Source: an optimization exercise on an open RTL-to-GDS flow (aim: small area, a short achievable clock period and few clock cycles per item). Production flows keep margins and buffers that such runs may drop. At most, simulation tests tie the RTL to the original design; equivalence was not proved. Power figures rest on the tool's default switching activity, not on a simulated workload.

==> 03-11: inputs <==
==> flow/design.v <==
module par_engine (
    input  wire         clk,
    input  wire         rst_n,
    input  wire         in_valid,
    output wire         in_ready,
    input  wire         in_first,
    input  wire         in_last,
    input  wire [1:0]   in_kind,      
    input  wire [3:0]   in_sheet,
    input  wire [127:0] in_data,
    input  wire [1:0]   cfg_nerase,
    input  wire [3:0]   cfg_sx,
    input  wire [3:0]   cfg_sy,
    output reg          out_valid,
    input  wire         out_ready,
    output reg  [127:0] out_a,
    output reg  [127:0] out_b,
    output reg          out_lost
);
    function [7:0] xtime;
        input [7:0] a;
        xtime = {a[6:0], 1'b0} ^ (a[7] ? 8'h1D : 8'h00);
    endfunction
    function [7:0] gf_mul;
        input [7:0] a;
        input [7:0] b;
        integer i;
        reg [7:0] p, aa;
        begin
            p  = 8'h00;
            aa = a;
            for (i = 0; i < 8; i = i + 1) begin
                if (b[i]) p = p ^ aa;
                aa = xtime(aa);
            end
            gf_mul = p;
        end
    endfunction
    localparam [127:0]  W_TAB  = 128'h261387CDE8743A1D8040201008040201;
    localparam [127:0]  K1_TAB = 128'h2C58B07DFAE9CF831B366CD8AD478E01;
    localparam [2047:0] K2_TAB = 2048'h00C382B4A868A0A946177A403339608AC3009B19754DD05D4F8C2EF4806672C0829B002B32EA9ABDBA9E055CF51DCCE4B4192B005664C9296769210AB8F73A85A875325600ACC88F52CED242146DF374684DEA64AC00458D03A481B98428DAFBA0D09AC9C845008A0706551F6F1550A9A95DBD298F8D8A00090E0CAA3EDE2AA0464FBA675203070900121C18497CA154178C9E69CEA4060E120024383092F85F7A2E0521D281550C1C240048706039ED40F45C0A42B91FAA1838480090E0C0723380F5B814846F3E49307090003DDD9D39661DF76D2815DE7C9260E03D007AA76072CC3AF3DA502AA1F839C0DD7A00F48AC0E48574FBA9A0545FED729DA7F400;
    localparam [2047:0] INV_TAB = 2048'hFD7EFF7F75E8D442C9D38F03EAB5E7E36AB2216DB4F374FAF1E2B186F0E63F1491190A9978767310D6D743F9F6C871293AA87D855A62F7D29EA3B86535A55912B6AE9A957B0764C5AFBFF2EB6BEEE587B7BE089C3C0D3BCE0546C234C69F821CA2C709AC94BDDC0B5C0FBC9B4F44DF18F50269532D273149B0E4CC7C1DA1541BFCFECD84BB0677DB79DAFBE9D911D128322FEC20B3EF8D524D17C4B95BCA572441370E9763CBC11361251A818C682338934567161E2B883004A64E92D5F85F36E1150CABA9CF22505E40C3A42E6F89486E338B264A1FD0708A2C56605139ED6C2A4B83A08055DE90664C3EE058C072D8965DAA3D98DD9DADBA7AA747F48E0100;
    function [7:0] gf_w;
        input [3:0] s;
        gf_w = W_TAB[8*s +: 8];
    endfunction
    function [7:0] gf_inv;
        input [7:0] a;
        gf_inv = INV_TAB[8*a +: 8];
    endfunction
    reg          s1_v;
    reg          s1_first;
    reg          s1_last;
    reg  [1:0]   s1_kind;
    reg  [1:0]   s1_n;        
    reg  [7:0]   s1_ws;       
    reg  [7:0]   s1_y;        
    reg  [7:0]   s1_l;        
    reg  [127:0] s1_d;
    reg  [1:0]   g_n;         
    reg  [3:0]   g_sx;
    reg  [3:0]   g_sy;
    reg          ready_r;
    assign in_ready = ready_r;
    wire take = in_valid && ready_r;
    wire [1:0] c_n  = in_first ? cfg_nerase : g_n;
    wire [3:0] c_sx = in_first ? cfg_sx     : g_sx;
    wire [3:0] c_sy = in_first ? cfg_sy     : g_sy;
    wire [7:0] c_wy = c_n[1] ? gf_w(c_sy) : 8'h00;
    wire [7:0] c_l  = (c_n == 2'd0) ? 8'h01 : (gf_w(c_sx) ^ c_wy);
    always @(posedge clk) begin
        s1_v     <= rst_n && take;
        s1_first <= in_first;
        s1_last  <= in_last;
        s1_kind  <= in_kind;
        s1_n     <= c_n;
        s1_ws    <= gf_w(in_sheet);
        s1_y     <= c_wy;
        s1_l     <= c_l;
        s1_d     <= in_data;
        if (take && in_first) begin
            g_n  <= cfg_nerase;
            g_sx <= cfg_sx;
            g_sy <= cfg_sy;
        end
    end
    wire       n0 = (s1_n == 2'd0);
    reg [7:0] v;
    always @(*) begin
        case (s1_kind)
            2'd0:    v = s1_ws ^ s1_y;
            2'd1:    v = s1_y;
            2'd2:    v = {7'd0, !n0};
            default: v = 8'h00;
        endcase
    end
    wire [7:0] coef = gf_mul(gf_inv(s1_l), v);
    reg [63:0] cols;
    integer j;
    always @(*) begin
        cols[7:0] = coef;
        for (j = 1; j < 8; j = j + 1)
            cols[8*j +: 8] = xtime(cols[8*(j-1) +: 8]);
    end
    reg          s2_v;
    reg          s2_last;
    reg          s2_clr;      
    reg          s2_binc;     
    reg          s2_p;
    reg          s2_q;
    reg  [1:0]   s2_n;
    reg  [63:0]  s2_cols;     
    reg  [127:0] s2_d;
    always @(posedge clk) begin
        s2_v    <= rst_n && s1_v;
        s2_last <= s1_last;
        s2_clr  <= s1_v && s1_first;
        s2_binc <= s1_v && (s1_kind == 2'd0 || (s1_kind == 2'd1 && !n0));
        s2_p    <= s1_v && (s1_kind == 2'd1);
        s2_q    <= s1_v && (s1_kind == 2'd2);
        s2_n    <= s1_v ? s1_n : s2_n;
        s2_cols <= s1_v ? cols : 64'd0;
        s2_d    <= s1_d;
    end
    reg  [127:0] acc_a_n;
    reg  [127:0] acc_b_n;
    wire [127:0] acc_a = ~acc_a_n;
    wire [127:0] acc_b = ~acc_b_n;
    reg          g_sp;
    reg          g_sq;
    reg          a_done;      
    reg [127:0] nxt_a;
    reg [127:0] nxt_b;
    integer l, b;
    always @(*) begin
        for (l = 0; l < 16; l = l + 1) begin
            nxt_a[8*l +: 8] = s2_clr ? 8'h00 : acc_a[8*l +: 8];
            for (b = 0; b < 8; b = b + 1)
                if (s2_d[8*l + b]) nxt_a[8*l +: 8] = nxt_a[8*l +: 8] ^ s2_cols[8*b +: 8];
        end
        nxt_b = (s2_clr ? 128'd0 : acc_b) ^ (s2_binc ? s2_d : 128'd0);
    end
    wire nxt_sp = (!s2_clr && g_sp) || s2_p;
    wire nxt_sq = (!s2_clr && g_sq) || s2_q;
    wire r_n0 = (s2_n == 2'd0);
    wire r_n1 = (s2_n == 2'd1);
    wire r_n2 = s2_n[1];
    wire res_lost = r_n1 ? !(nxt_sp || nxt_sq) : r_n2 ? !(nxt_sp && nxt_sq) : 1'b0;
    wire a_from_b = r_n0 || (r_n1 && nxt_sp);
    wire [127:0] res_a = res_lost ? 128'd0 : (a_from_b ? nxt_b : nxt_a);
    wire [127:0] res_b = (res_lost || r_n1) ? 128'd0 : r_n0 ? nxt_a : (nxt_a ^ nxt_b);
    wire fin      = (s2_v && s2_last) || a_done;
    wire out_free = !out_valid;
    wire out_load = fin && out_free;
    wire n_s1last = take && in_last;
    wire n_fin    = (s1_v && s1_last) || (fin && !out_free);
    wire n_ov     = out_load || (out_valid && !out_ready);
    wire n_ready  = !((n_s1last || (n_fin && n_ov)) && (n_fin || n_ov));
    always @(posedge clk) begin
        acc_a_n <= ~nxt_a;
        acc_b_n <= ~nxt_b;
        g_sp  <= nxt_sp;
        g_sq  <= nxt_sq;
        if (out_load) begin
            out_a    <= res_a;
            out_b    <= res_b;
            out_lost <= res_lost;
        end
        if (!rst_n) begin
            a_done    <= 1'b0;
            out_valid <= 1'b0;
            ready_r   <= 1'b1;
        end else begin
            a_done    <= fin && !out_free;
            out_valid <= n_ov;
            ready_r   <= n_ready;
        end
    end
endmodule
==> flow/flow/run.sh <==
#!/bin/bash
set -euo pipefail
export BUFFER_PORTS_ARGS="-buffer_cell sky130_fd_sc_hd__buf_1"
bash standard.sh > flow.log 2>&1
==> flow/standard.sh <==
#!/bin/bash
# synth_recipe.tcl (not shown) runs the flow's synth.tcl, then flattens the netlist and writes it again
# the make line also repeats each setting of config.mk as NAME=value (left out here)
make -C /OpenROAD-flow-scripts/flow DESIGN_CONFIG=/design/flow/config.mk WORK_HOME=/design/flow/orfs CLKGATE_MAP_FILE= SYNTH_SCRIPT=/design/flow/synth_recipe.tcl "${@:-finish}"
==> flow/config.mk <==
export PLATFORM = sky130hd
export DESIGN_NAME = par_engine
export DESIGN_NICKNAME = par_engine
export VERILOG_FILES = /design/flow/design.v
export SDC_FILE = /design/flow/constraint.sdc
export NUM_CORES = 4
export LEC_CHECK = 0
export CAP_MARGIN = 20
export CORE_MARGIN = 2
export CORE_UTILIZATION = 55
export CTS_BUF_LIST = sky130_fd_sc_hd__clkbuf_16
export CTS_CLUSTER_DIAMETER = 100
export CTS_CLUSTER_SIZE = 24
export SLEW_MARGIN = 20
==> flow/constraint.sdc <==
create_clock -name core_clock -period 22.0 [get_ports {clk}]
set_input_delay 4.4000 -clock core_clock [delete_from_list [all_inputs] [get_ports {clk}]]
set_output_delay 4.4000 -clock core_clock [all_outputs]
set_load 0.01 [all_outputs]
==> inputs of 05-20, as changes to 03-11 <==
--- a/flow/design.v
+++ b/flow/design.v
@@ -38,14 +38,4 @@
     endfunction
-    localparam [127:0]  W_TAB  = 128'h261387CDE8743A1D8040201008040201;
-    localparam [127:0]  K1_TAB = 128'h2C58B07DFAE9CF831B366CD8AD478E01;
-    localparam [2047:0] K2_TAB = 2048'h00C382B4A868A0A946177A403339608AC3009B19754DD05D4F8C2EF4806672C0829B002B32EA9ABDBA9E055CF51DCCE4B4192B005664C9296769210AB8F73A85A875325600ACC88F52CED242146DF374684DEA64AC00458D03A481B98428DAFBA0D09AC9C845008A0706551F6F1550A9A95DBD298F8D8A00090E0CAA3EDE2AA0464FBA675203070900121C18497CA154178C9E69CEA4060E120024383092F85F7A2E0521D281550C1C240048706039ED40F45C0A42B91FAA1838480090E0C0723380F5B814846F3E49307090003DDD9D39661DF76D2815DE7C9260E03D007AA76072CC3AF3DA502AA1F839C0DD7A00F48AC0E48574FBA9A0545FED729DA7F400;
-    localparam [2047:0] INV_TAB = 2048'hFD7EFF7F75E8D442C9D38F03EAB5E7E36AB2216DB4F374FAF1E2B186F0E63F1491190A9978767310D6D743F9F6C871293AA87D855A62F7D29EA3B86535A55912B6AE9A957B0764C5AFBFF2EB6BEEE587B7BE089C3C0D3BCE0546C234C69F821CA2C709AC94BDDC0B5C0FBC9B4F44DF18F50269532D273149B0E4CC7C1DA1541BFCFECD84BB0677DB79DAFBE9D911D128322FEC20B3EF8D524D17C4B95BCA572441370E9763CBC11361251A818C682338934567161E2B883004A64E92D5F85F36E1150CABA9CF22505E40C3A42E6F89486E338B264A1FD0708A2C56605139ED6C2A4B83A08055DE90664C3EE058C072D8965DAA3D98DD9DADBA7AA747F48E0100;
-    function [7:0] gf_w;
-        input [3:0] s;
-        gf_w = W_TAB[8*s +: 8];
-    endfunction
-    function [7:0] gf_inv;
-        input [7:0] a;
-        gf_inv = INV_TAB[8*a +: 8];
-    endfunction
+    localparam [247:0] E_TAB = 248'h261387CDE8743A1D80402010080402018E47ADD86C361B83CFE9FA7DB0582C;
+    localparam [247:0] Z_TAB = 248'h8AC0E48574FBA9A0545FED729DA7F400F5A69C73EC5E55A1A8FA7584E5C18B;
     reg          s1_v;
@@ -54,8 +44,5 @@
     reg  [1:0]   s1_kind;
-    reg  [1:0]   s1_n;        
-    reg  [7:0]   s1_ws;       
-    reg  [7:0]   s1_y;        
-    reg  [7:0]   s1_l;        
+    reg  [3:0]   s1_sheet;
     reg  [127:0] s1_d;
-    reg  [1:0]   g_n;         
+    reg  [1:0]   g_n;
     reg  [3:0]   g_sx;
@@ -65,18 +52,19 @@
     wire take = in_valid && ready_r;
-    wire [1:0] c_n  = in_first ? cfg_nerase : g_n;
-    wire [3:0] c_sx = in_first ? cfg_sx     : g_sx;
-    wire [3:0] c_sy = in_first ? cfg_sy     : g_sy;
-    wire [7:0] c_wy = c_n[1] ? gf_w(c_sy) : 8'h00;
-    wire [7:0] c_l  = (c_n == 2'd0) ? 8'h01 : (gf_w(c_sx) ^ c_wy);
+    reg          fresh;
     always @(posedge clk) begin
+        if (!rst_n)
+            fresh <= 1'b1;
+        else if (take)
+            fresh <= 1'b0;
         s1_v     <= rst_n && take;
-        s1_first <= in_first;
+        s1_first <= in_first || fresh;
         s1_last  <= in_last;
         s1_kind  <= in_kind;
-        s1_n     <= c_n;
-        s1_ws    <= gf_w(in_sheet);
-        s1_y     <= c_wy;
-        s1_l     <= c_l;
+        s1_sheet <= in_sheet;
         s1_d     <= in_data;
-        if (take && in_first) begin
+        if (!rst_n) begin
+            g_n  <= 2'd0;
+            g_sx <= 4'd0;
+            g_sy <= 4'd0;
+        end else if (take && in_first) begin
             g_n  <= cfg_nerase;
@@ -86,3 +74,11 @@
     end
-    wire       n0 = (s1_n == 2'd0);
+    wire       n0 = (g_n == 2'd0);
+    wire       n1 = (g_n == 2'd1);
+    wire       n2 = g_n[1];
+    wire [3:0] r  = n2 ? g_sy : n1 ? g_sx : 4'd0;
+    wire [3:0] s_e = (s1_kind == 2'd2) ? 4'd0 : s1_sheet;
+    wire [4:0] e  = {1'b0, s_e} + 5'd15 - {1'b0, r};
+    wire [7:0] we = E_TAB[8*e +: 8];
+    wire [4:0] d  = {1'b0, g_sx} + 5'd15 - {1'b0, g_sy};
+    wire [7:0] z  = n2 ? Z_TAB[8*d +: 8] : 8'h01;
     reg [7:0] v;
@@ -90,5 +86,5 @@
         case (s1_kind)
-            2'd0:    v = s1_ws ^ s1_y;
-            2'd1:    v = s1_y;
-            2'd2:    v = {7'd0, !n0};
+            2'd0:    v = {we[7:1], we[0] ^ n2};
+            2'd1:    v = {7'd0, n2};
+            2'd2:    v = n0 ? 8'h00 : we;
             default: v = 8'h00;
@@ -96,10 +92,3 @@
     end
-    wire [7:0] coef = gf_mul(gf_inv(s1_l), v);
-    reg [63:0] cols;
-    integer j;
-    always @(*) begin
-        cols[7:0] = coef;
-        for (j = 1; j < 8; j = j + 1)
-            cols[8*j +: 8] = xtime(cols[8*(j-1) +: 8]);
-    end
+    wire [7:0] coef = gf_mul(z, v);
     reg          s2_v;
@@ -111,3 +100,3 @@
     reg  [1:0]   s2_n;
-    reg  [63:0]  s2_cols;     
+    reg  [7:0]   s2_c;
     reg  [127:0] s2_d;
@@ -120,4 +109,4 @@
         s2_q    <= s1_v && (s1_kind == 2'd2);
-        s2_n    <= s1_v ? s1_n : s2_n;
-        s2_cols <= s1_v ? cols : 64'd0;
+        s2_n    <= g_n;
+        s2_c    <= s1_v ? coef : 8'd0;
         s2_d    <= s1_d;
@@ -131,2 +120,9 @@
     reg          a_done;      
+    reg [63:0] cols;
+    integer j;
+    always @(*) begin
+        cols[7:0] = s2_c;
+        for (j = 1; j < 8; j = j + 1)
+            cols[8*j +: 8] = xtime(cols[8*(j-1) +: 8]);
+    end
     reg [127:0] nxt_a;
@@ -138,3 +134,3 @@
             for (b = 0; b < 8; b = b + 1)
-                if (s2_d[8*l + b]) nxt_a[8*l +: 8] = nxt_a[8*l +: 8] ^ s2_cols[8*b +: 8];
+                if (s2_d[8*l + b]) nxt_a[8*l +: 8] = nxt_a[8*l +: 8] ^ cols[8*b +: 8];
         end
==> flow/flow/run.sh (replaced) <==
#!/bin/bash
set -euo pipefail
export BUFFER_PORTS_ARGS="-buffer_cell sky130_fd_sc_hd__buf_1"
export CTS_ARGS="-sink_clustering_enable -repair_clock_nets -sink_clustering_size 24 -sink_clustering_max_diameter 100 -buf_list sky130_fd_sc_hd__clkbuf_16 -sink_clustering_levels 1 -dont_use_dummy_load"
bash standard.sh > flow.log 2>&1
==> inputs of 06-19, as changes to 03-11 <==
--- a/flow/design.v
+++ b/flow/design.v
@@ -41,3 +41,2 @@
     localparam [2047:0] K2_TAB = 2048'h00C382B4A868A0A946177A403339608AC3009B19754DD05D4F8C2EF4806672C0829B002B32EA9ABDBA9E055CF51DCCE4B4192B005664C9296769210AB8F73A85A875325600ACC88F52CED242146DF374684DEA64AC00458D03A481B98428DAFBA0D09AC9C845008A0706551F6F1550A9A95DBD298F8D8A00090E0CAA3EDE2AA0464FBA675203070900121C18497CA154178C9E69CEA4060E120024383092F85F7A2E0521D281550C1C240048706039ED40F45C0A42B91FAA1838480090E0C0723380F5B814846F3E49307090003DDD9D39661DF76D2815DE7C9260E03D007AA76072CC3AF3DA502AA1F839C0DD7A00F48AC0E48574FBA9A0545FED729DA7F400;
-    localparam [2047:0] INV_TAB = 2048'hFD7EFF7F75E8D442C9D38F03EAB5E7E36AB2216DB4F374FAF1E2B186F0E63F1491190A9978767310D6D743F9F6C871293AA87D855A62F7D29EA3B86535A55912B6AE9A957B0764C5AFBFF2EB6BEEE587B7BE089C3C0D3BCE0546C234C69F821CA2C709AC94BDDC0B5C0FBC9B4F44DF18F50269532D273149B0E4CC7C1DA1541BFCFECD84BB0677DB79DAFBE9D911D128322FEC20B3EF8D524D17C4B95BCA572441370E9763CBC11361251A818C682338934567161E2B883004A64E92D5F85F36E1150CABA9CF22505E40C3A42E6F89486E338B264A1FD0708A2C56605139ED6C2A4B83A08055DE90664C3EE058C072D8965DAA3D98DD9DADBA7AA747F48E0100;
     function [7:0] gf_w;
@@ -46,5 +45,11 @@
     endfunction
-    function [7:0] gf_inv;
-        input [7:0] a;
-        gf_inv = INV_TAB[8*a +: 8];
+    function [7:0] gf_k;
+        input [1:0] n;
+        input [3:0] sx;
+        input [3:0] sy;
+        begin
+            if (n == 2'd0)      gf_k = 8'h01;
+            else if (n == 2'd1) gf_k = K1_TAB[8*sx +: 8];
+            else                gf_k = K2_TAB[8*{sx, sy} +: 8];
+        end
     endfunction
@@ -54,8 +59,5 @@
     reg  [1:0]   s1_kind;
-    reg  [1:0]   s1_n;        
-    reg  [7:0]   s1_ws;       
-    reg  [7:0]   s1_y;        
-    reg  [7:0]   s1_l;        
+    reg  [3:0]   s1_sheet;
     reg  [127:0] s1_d;
-    reg  [1:0]   g_n;         
+    reg  [1:0]   g_n;
     reg  [3:0]   g_sx;
@@ -65,7 +67,2 @@
     wire take = in_valid && ready_r;
-    wire [1:0] c_n  = in_first ? cfg_nerase : g_n;
-    wire [3:0] c_sx = in_first ? cfg_sx     : g_sx;
-    wire [3:0] c_sy = in_first ? cfg_sy     : g_sy;
-    wire [7:0] c_wy = c_n[1] ? gf_w(c_sy) : 8'h00;
-    wire [7:0] c_l  = (c_n == 2'd0) ? 8'h01 : (gf_w(c_sx) ^ c_wy);
     always @(posedge clk) begin
@@ -75,6 +72,3 @@
         s1_kind  <= in_kind;
-        s1_n     <= c_n;
-        s1_ws    <= gf_w(in_sheet);
-        s1_y     <= c_wy;
-        s1_l     <= c_l;
+        s1_sheet <= in_sheet;
         s1_d     <= in_data;
@@ -86,3 +80,5 @@
     end
-    wire       n0 = (s1_n == 2'd0);
+    wire       n0 = (g_n == 2'd0);
+    wire       n2 = g_n[1];
+    wire [7:0] y  = n2 ? gf_w(g_sy) : 8'h00;
     reg [7:0] v;
@@ -90,4 +86,4 @@
         case (s1_kind)
-            2'd0:    v = s1_ws ^ s1_y;
-            2'd1:    v = s1_y;
+            2'd0:    v = gf_w(s1_sheet) ^ y;
+            2'd1:    v = y;
             2'd2:    v = {7'd0, !n0};
@@ -96,10 +92,3 @@
     end
-    wire [7:0] coef = gf_mul(gf_inv(s1_l), v);
-    reg [63:0] cols;
-    integer j;
-    always @(*) begin
-        cols[7:0] = coef;
-        for (j = 1; j < 8; j = j + 1)
-            cols[8*j +: 8] = xtime(cols[8*(j-1) +: 8]);
-    end
+    wire [7:0] coef = gf_mul(gf_k(g_n, g_sx, g_sy), v);
     reg          s2_v;
@@ -111,3 +100,3 @@
     reg  [1:0]   s2_n;
-    reg  [63:0]  s2_cols;     
+    reg  [7:0]   s2_c;
     reg  [127:0] s2_d;
@@ -120,9 +109,8 @@
         s2_q    <= s1_v && (s1_kind == 2'd2);
-        s2_n    <= s1_v ? s1_n : s2_n;
-        s2_cols <= s1_v ? cols : 64'd0;
+        s2_n    <= g_n;
+        s2_c    <= s1_v ? coef : 8'd0;
         s2_d    <= s1_d;
     end
-    reg  [127:0] acc_a_n;
+    reg  [127:0] acc_a;
     reg  [127:0] acc_b_n;
-    wire [127:0] acc_a = ~acc_a_n;
     wire [127:0] acc_b = ~acc_b_n;
@@ -131,2 +119,9 @@
     reg          a_done;      
+    reg [63:0] cols;
+    integer j;
+    always @(*) begin
+        cols[7:0] = s2_c;
+        for (j = 1; j < 8; j = j + 1)
+            cols[8*j +: 8] = xtime(cols[8*(j-1) +: 8]);
+    end
     reg [127:0] nxt_a;
@@ -138,3 +133,3 @@
             for (b = 0; b < 8; b = b + 1)
-                if (s2_d[8*l + b]) nxt_a[8*l +: 8] = nxt_a[8*l +: 8] ^ s2_cols[8*b +: 8];
+                if (s2_d[8*l + b]) nxt_a[8*l +: 8] = nxt_a[8*l +: 8] ^ cols[8*b +: 8];
         end
@@ -159,3 +154,3 @@
     always @(posedge clk) begin
-        acc_a_n <= ~nxt_a;
+        acc_a <= nxt_a;
         acc_b_n <= ~nxt_b;
==> flow/flow/run.sh (replaced) <==
#!/bin/bash
set -euo pipefail
export BUFFER_PORTS_ARGS="-buffer_cell sky130_fd_sc_hd__buf_1"
export CTS_ARGS="-sink_clustering_enable -repair_clock_nets -sink_clustering_size 24 -sink_clustering_max_diameter 100 -buf_list sky130_fd_sc_hd__clkbuf_16 -sink_clustering_levels 1 -dont_use_dummy_load"
bash standard.sh > flow.log 2>&1
==> qor summary <==
quantity                                                                                    06-19                    05-20                    03-11
Run status                                                                complete, no violations  complete, no violations  complete, no violations
Reg power frac                                                                              0.297                    0.377                    0.326
Met2 routed WL                                                                           66540 um                 57620 um                 60570 um
Count of clock-net buffers in the final layout                                                 43                       42                       44
Fraction of synthesized cell area taken by the top area cell type                          0.2372                   0.2583                   0.2521
FF-to-FF setup slack                                                                     16.61 ns                 16.49 ns                 15.52 ns
Net count after synthesis                                                                    5540                     5028                     5444
Vias/cell                                                                                   5.622                    5.488                    5.523
Number of violations reported at the end of detailed-routing iteration 0                     3552                     3198                     3358
Number of nets in the layout                                                                 5619                     5147                     5502
First-pass GRT wire length                                                              217600 um                195500 um                208700 um
Worst path required time                                                                 17.60 ns                 17.60 ns                 22.48 ns
P_clk                                                                                  0.000829 W               0.000823 W               0.000888 W
Slew at the pin with the worst max-slew slack                                            1.190 ns                 1.099 ns                 1.200 ns
Pin count of the biggest net entering global routing                                           86                      139                       82
CP max stage cell                                                                        edfxtp_1                 edfxtp_1                    buf_1
Switching pwr                                                                          0.003023 W               0.002062 W               0.002876 W
Met3 wire length                                                                         11400 um                 10540 um                 11240 um
Combinational-cell power consumption                                                    0.00402 W                0.00247 W                0.00373 W
Dpl cell area                                                                           47670 um2                44900 um2                47780 um2
Tapcells inserted                                                                            1070                     1040                     1080
Number of standard cells after synthesis                                                     5366                     4854                     5281
Portion of netlist area occupied by mux cells                                             0.01967                 0.007825                  0.01119
Number of synthesized flops with an enable pin                                                267                      257                      269
Testbench counts of 05-20, summed over its fixed seeds: cycles 24,088, items 3,200.
Testbench counts of 06-19, summed over its fixed seeds: cycles 24,088, items 3,200.
Only the layout flow was run in 03-11; the RTL was not checked for function there.

[afterwards: timing with drivers on the ports]
Ports are ideal in the flow. The routed layouts listed here were re-timed in OpenROAD.
Step 1 (the two cells are an assumption about what drives the block):
set clk [get_ports {clk}]
set_driving_cell -lib_cell sky130_fd_sc_hd__clkbuf_16 $clk
set_driving_cell -lib_cell sky130_fd_sc_hd__buf_2 [delete_from_list [all_inputs] $clk]
Step 2 adds t to the input delays and takes it off the output delays; t is the mean of the earliest and latest rising clock arrival at the registers after step 1. Input paths then give back, and output paths get back, about the clock's delay inside the block.
Slacks: ideal ports / drivers / drivers and shift; pairs: ideal ports / drivers.
run	shift t [ns]	setup WS [ns]	hold slack, ns	worst data-port slew with drivers (ns)
03-11	0.672	15.368 / 15.410 / 14.737	0.297 / 0.297 / 0.297	0.12
05-20	0.670	16.301 / 16.232 / 16.492	0.305 / 0.305 / 0.305	0.05
06-19	0.663	16.309 / 16.243 / 16.607	0.285 / 0.285 / 0.285	0.11
After both steps every run listed still meets setup and hold. For 03-11, which loses most, drivers alone change the setup slack by +0.042 ns; drivers and shift together by -0.631 ns.
